This design comes from an exercise in tuning for small area and a short achievable clock period on the open sky130 flow, not from production work.
Function was checked by simulation only, so behaviour that the tests miss may differ from the original.

run A:
## gx_word_codec
module gx_word_codec #(
    parameter LANES = 4
) (
    input  wire                 clk,
    input  wire                 rst,           
    input  wire                 in_valid,
    input  wire [LANES-1:0]     in_op,         
    input  wire [31*LANES-1:0]  in_word,
    input  wire [16*LANES-1:0]  in_row,
    output reg                  out_valid,
    output wire [3*LANES-1:0]   out_status,
    output wire [20*LANES-1:0]  out_data,
    output wire [11*LANES-1:0]  out_syn,
    output wire [31*LANES-1:0]  out_word
);
    reg s1_valid;
    always @(posedge clk) begin
        if (rst) begin
            s1_valid  <= 1'b0;
            out_valid <= 1'b0;
        end else begin
            s1_valid  <= in_valid;
            out_valid <= s1_valid;
        end
    end
    genvar n;
    generate
        for (n = 0; n < LANES; n = n + 1) begin : g_lane
            wire [10:0] wk;
            gx_codec_lane u_lane (
                .clk        (clk),
                .in_op      (in_op[n]),
                .in_word    (in_word[31*n +: 31]),
                .in_row     (in_row[16*n +: 16]),
                .out_status (out_status[3*n +: 3]),
                .out_data   (out_data[20*n +: 20]),
                .out_syn    (out_syn[11*n +: 11]),
                .out_wk     (wk)
            );
            assign out_word[31*n +: 31] = {wk[10], out_data[20*n +: 20], wk[9:0]};
        end
    endgenerate
endmodule
For scale: roughly 330 flip-flops, roughly 460 I/O pins, ~0.025 mm^2 of cells after synthesis.
Settings: LEC_CHECK=0, CAP_MARGIN=20, CORE_MARGIN=2, CORE_UTILIZATION=40, SLEW_MARGIN=20; clock period 26.0 ns.
standard.sh (not shown) runs the stock make flow with config.mk's settings and CLKGATE_MAP_FILE= SYNTH_SCRIPT=/design/flow/synth_recipe.tcl, a recipe that flattens the netlist after the stock synthesis.
==> flow/flow/run.sh <==
#!/bin/bash
# Layout: the standard flow (standard.sh) with these changes:
#  - the port buffers are sky130_fd_sc_hd__buf_1 cells (one per port, as
#    standard) rather than the delay buffer buffer_ports picks by default;
#  - timing repair aims for SETUP_MARGIN ns of setup slack, so that it also
#    works on the period the design achieves;
#  - clock tree synthesis takes the arguments in flow/cts_args.
# The clock, the period and the I/O constraints are the standard flow's, unchanged.
set -euo pipefail
cd "$(dirname "$0")/.."
SETUP_MARGIN=$(cat flow/setup_margin)
CTS_ARGS=$(cat flow/cts_args)
bash standard.sh synth > flow_synth.log 2>&1
bash standard.sh "BUFFER_PORTS_ARGS=-buffer_cell sky130_fd_sc_hd__buf_1" \
    "SETUP_SLACK_MARGIN=$SETUP_MARGIN" "CTS_ARGS=$CTS_ARGS" finish > flow_layout.log 2>&1
==> flow/flow/cts_args <==
-sink_clustering_enable -repair_clock_nets -dont_use_dummy_load -sink_clustering_size 24 -sink_clustering_max_diameter 120
==> flow/flow/setup_margin <==
19.5
The final layout from run A, which completed every stage, passed the timing, DRC and antenna checks at the end of the flow.
The inputs of run B differ from those of run A as listed below.
# run A
export LEC_CHECK = 0
export CAP_MARGIN = 20
export CORE_MARGIN = 2
export CORE_UTILIZATION = 40
export SLEW_MARGIN = 20
create_clock -name core_clock -period 26.0 [get_ports {clk}]
# run B
export LEC_CHECK = 0
export CAP_MARGIN = 20
export CORE_MARGIN = 2
export CORE_UTILIZATION = 60
export PLACE_DENSITY = 0.7
export SLEW_MARGIN = 20
create_clock -name core_clock -period 26.0 [get_ports {clk}]
==> flow/flow/run.sh <==
#!/bin/bash
# Layout: the standard flow (standard.sh) with two changes:
#  - the port buffers are sky130_fd_sc_hd__buf_1 cells (one per port, as
#    standard) rather than the delay buffer buffer_ports picks by default;
#  - timing repair aims for SETUP_MARGIN ns of setup slack, so that it also
#    works on the period the design achieves. The clock, the period and the
#    I/O constraints are the standard flow's, unchanged.
set -euo pipefail
cd "$(dirname "$0")/.."
SETUP_MARGIN=$(cat flow/setup_margin)
bash standard.sh synth > flow_synth.log 2>&1
bash standard.sh "BUFFER_PORTS_ARGS=-buffer_cell sky130_fd_sc_hd__buf_1" \
    "SETUP_SLACK_MARGIN=$SETUP_MARGIN" finish > flow_layout.log 2>&1
==> flow/flow/setup_margin <==
19.2
removed: flow/flow/cts_args
==> comparison <==
In run B relative to run A, wire length had gone down slightly. Final instance area, run A and run B: higher on run A. Taking run A as the reference point, the core outline area of run B falls by 34%. Looking at relative max-transition margin, run B sits 0.80 points higher than run A does. Looking at flop-to-flop setup slack across both flows, run B is the weaker of the two, with run A ahead.
The following lists how run C was set up differently from run B:
# run B
export LEC_CHECK = 0
export CAP_MARGIN = 20
export CORE_MARGIN = 2
export CORE_UTILIZATION = 60
export PLACE_DENSITY = 0.7
export SLEW_MARGIN = 20
create_clock -name core_clock -period 26.0 [get_ports {clk}]
# run C
export LEC_CHECK = 0
export CAP_MARGIN = 20
export CORE_MARGIN = 2
export CORE_UTILIZATION = 40
export SLEW_MARGIN = 20
create_clock -name core_clock -period 26.0 [get_ports {clk}]
==> flow/flow/run.sh <==
#!/bin/bash
# Layout: the standard flow (standard.sh) with these changes:
#  - the port buffers are sky130_fd_sc_hd__buf_1 cells (one per port, as
#    standard) rather than the delay buffer buffer_ports picks by default;
#  - timing repair aims for SETUP_MARGIN ns of setup slack, so that it also
#    works on the period the design achieves;
#  - clock tree synthesis takes the arguments in flow/cts_args.
# The clock, the period and the I/O constraints are the standard flow's, unchanged.
set -euo pipefail
cd "$(dirname "$0")/.."
SETUP_MARGIN=$(cat flow/setup_margin)
CTS_ARGS=$(cat flow/cts_args)
bash standard.sh synth > flow_synth.log 2>&1
bash standard.sh "BUFFER_PORTS_ARGS=-buffer_cell sky130_fd_sc_hd__buf_1" \
    "SETUP_SLACK_MARGIN=$SETUP_MARGIN" "CTS_ARGS=$CTS_ARGS" finish > flow_layout.log 2>&1
==> flow/flow/cts_args (new file) <==
-sink_clustering_enable -repair_clock_nets -dont_use_dummy_load -sink_clustering_size 28 -sink_clustering_max_diameter 120
==> flow/flow/setup_margin <==
19.4
Findings:
Run C | status: complete | timing, DRC, antenna: pass. The final wirelength was comparable across run B and run C. Run C — count of filler cells inserted in the layout 83% higher, run B as reference. Going from run B to run C, top achievable clock speed has increased.
Changes in run D relative to run C:
==> flow/flow/run.sh <==
#!/bin/bash
# Layout: the standard flow (standard.sh) with two changes:
#  - the port buffers are sky130_fd_sc_hd__buf_1 cells (one per port, as
#    standard) rather than the delay buffer buffer_ports picks by default;
#  - timing repair aims for SETUP_MARGIN ns of setup slack, so that it also
#    works on the period the design achieves. The clock, the period and the
#    I/O constraints are the standard flow's, unchanged.
set -euo pipefail
cd "$(dirname "$0")/.."
SETUP_MARGIN=$(cat flow/setup_margin)
bash standard.sh synth > flow_synth.log 2>&1
bash standard.sh "BUFFER_PORTS_ARGS=-buffer_cell sky130_fd_sc_hd__buf_1" \
    "SETUP_SLACK_MARGIN=$SETUP_MARGIN" finish > flow_layout.log 2>&1
==> flow/flow/setup_margin <==
19.0
removed: flow/flow/cts_args
--- outcome ---
Beginning of the critical path = g_lane[0].u_lane.s1_word[16]: run D; beginning of the critical path = g_lane[3].u_lane.out_data[12]: run C. Data required time of the worst path: run D higher than run C. On shortest clock period the worst path allows after layout: run D sits above run C. Share of the core filled with cells in the final layout across run C and run D: no real change. [compare] base=run C new=run D: clock latency on the worst-skew pair flat; via count decreased by 0.34% relative to the old numbers.

========
Starting RTL as in the previous note.
==> flow/config.mk <==
export PLATFORM = sky130hd
export DESIGN_NAME = gx_word_codec
export DESIGN_NICKNAME = gx_word_codec
export VERILOG_FILES = /design/flow/design.v
export SDC_FILE = /design/flow/constraint.sdc
export NUM_CORES = 4
export LEC_CHECK = 0
export CAP_MARGIN = 20
export CORE_MARGIN = 2
export CORE_UTILIZATION = 40
export SLEW_MARGIN = 20
==> flow/constraint.sdc <==
create_clock -name core_clock -period 26.0 [get_ports {clk}]
set_input_delay 5.2000 -clock core_clock [delete_from_list [all_inputs] [get_ports {clk}]]
set_output_delay 5.2000 -clock core_clock [all_outputs]
set_load 0.01 [all_outputs]
==> flow/flow/run.sh <==
#!/bin/bash
# Layout: the standard flow (standard.sh) with these changes:
#  - the port buffers are sky130_fd_sc_hd__buf_1 cells (one per port, as
#    standard) rather than the delay buffer buffer_ports picks by default;
#  - timing repair aims for SETUP_MARGIN ns of setup slack, so that it also
#    works on the period the design achieves;
#  - clock tree synthesis takes the arguments in flow/cts_args.
# The clock, the period and the I/O constraints are the standard flow's, unchanged.
set -euo pipefail
cd "$(dirname "$0")/.."
SETUP_MARGIN=$(cat flow/setup_margin)
CTS_ARGS=$(cat flow/cts_args)
bash standard.sh synth > flow_synth.log 2>&1
bash standard.sh "BUFFER_PORTS_ARGS=-buffer_cell sky130_fd_sc_hd__buf_1" \
    "SETUP_SLACK_MARGIN=$SETUP_MARGIN" "CTS_ARGS=$CTS_ARGS" finish > flow_layout.log 2>&1
==> flow/flow/cts_args <==
-sink_clustering_enable -repair_clock_nets -dont_use_dummy_load -sink_clustering_size 32 -sink_clustering_max_diameter 150
==> flow/flow/setup_margin <==
19.4
Rerun with:
==> flow/flow/cts_args (replaced) <==
-sink_clustering_enable -repair_clock_nets -dont_use_dummy_load -sink_clustering_size 28 -sink_clustering_max_diameter 120
==> flow/flow/setup_margin (replaced) <==
19.45
CORE_UTILIZATION = 60   (was 40)
PLACE_DENSITY = 0.7   (was unset)
=> The new run ran to the end with no violations; clock-buffer cell count climbs by 2; die area drops by 33%; register-to-register slack gets worse by 0.09 ns.

[static timing again, ports no longer ideal]
Ports are ideal in the flow. The routed layouts listed here were re-timed in OpenROAD.
Step 1, drivers: a clkbuf_16 drives clk and a buf_2 each remaining input, both assumed.
Step 2 also shifts input and output timing later by t, the mid clock arrival at the registers, as if the neighbouring blocks saw the same clock.
Three values: no drivers, after step 1, after step 2; two values: the first two.
run | t, ns | setup slack, ns | hold WS [ns] | worst setup path after step 2
run A | 0.581 | 19.560 / 19.504 / 19.457 | 0.461 / 0.461 / 0.461 | input to register
run B | 0.597 | 19.422 / 19.422 / 19.248 | 0.451 / 0.451 / 0.451 | input to register
run C | 0.574 | 19.563 / 19.507 / 19.460 | 0.465 / 0.465 / 0.465 | input to register
run D | 0.603 | 19.307 / 19.307 / 19.307 | 0.461 / 0.461 / 0.461 | register to register
the first run of note 2 | 0.575 | 19.548 / 19.492 / 19.448 | 0.467 / 0.467 / 0.467 | input to register
the second run of note 2 | 0.578 | 19.552 / 19.495 / 19.194 | 0.459 / 0.459 / 0.459 | input to register
After both steps every run listed still meets setup and hold. The setup slack of the second run of note 2, which loses most, moves by -0.057 ns with the drivers and by -0.358 ns with both steps.
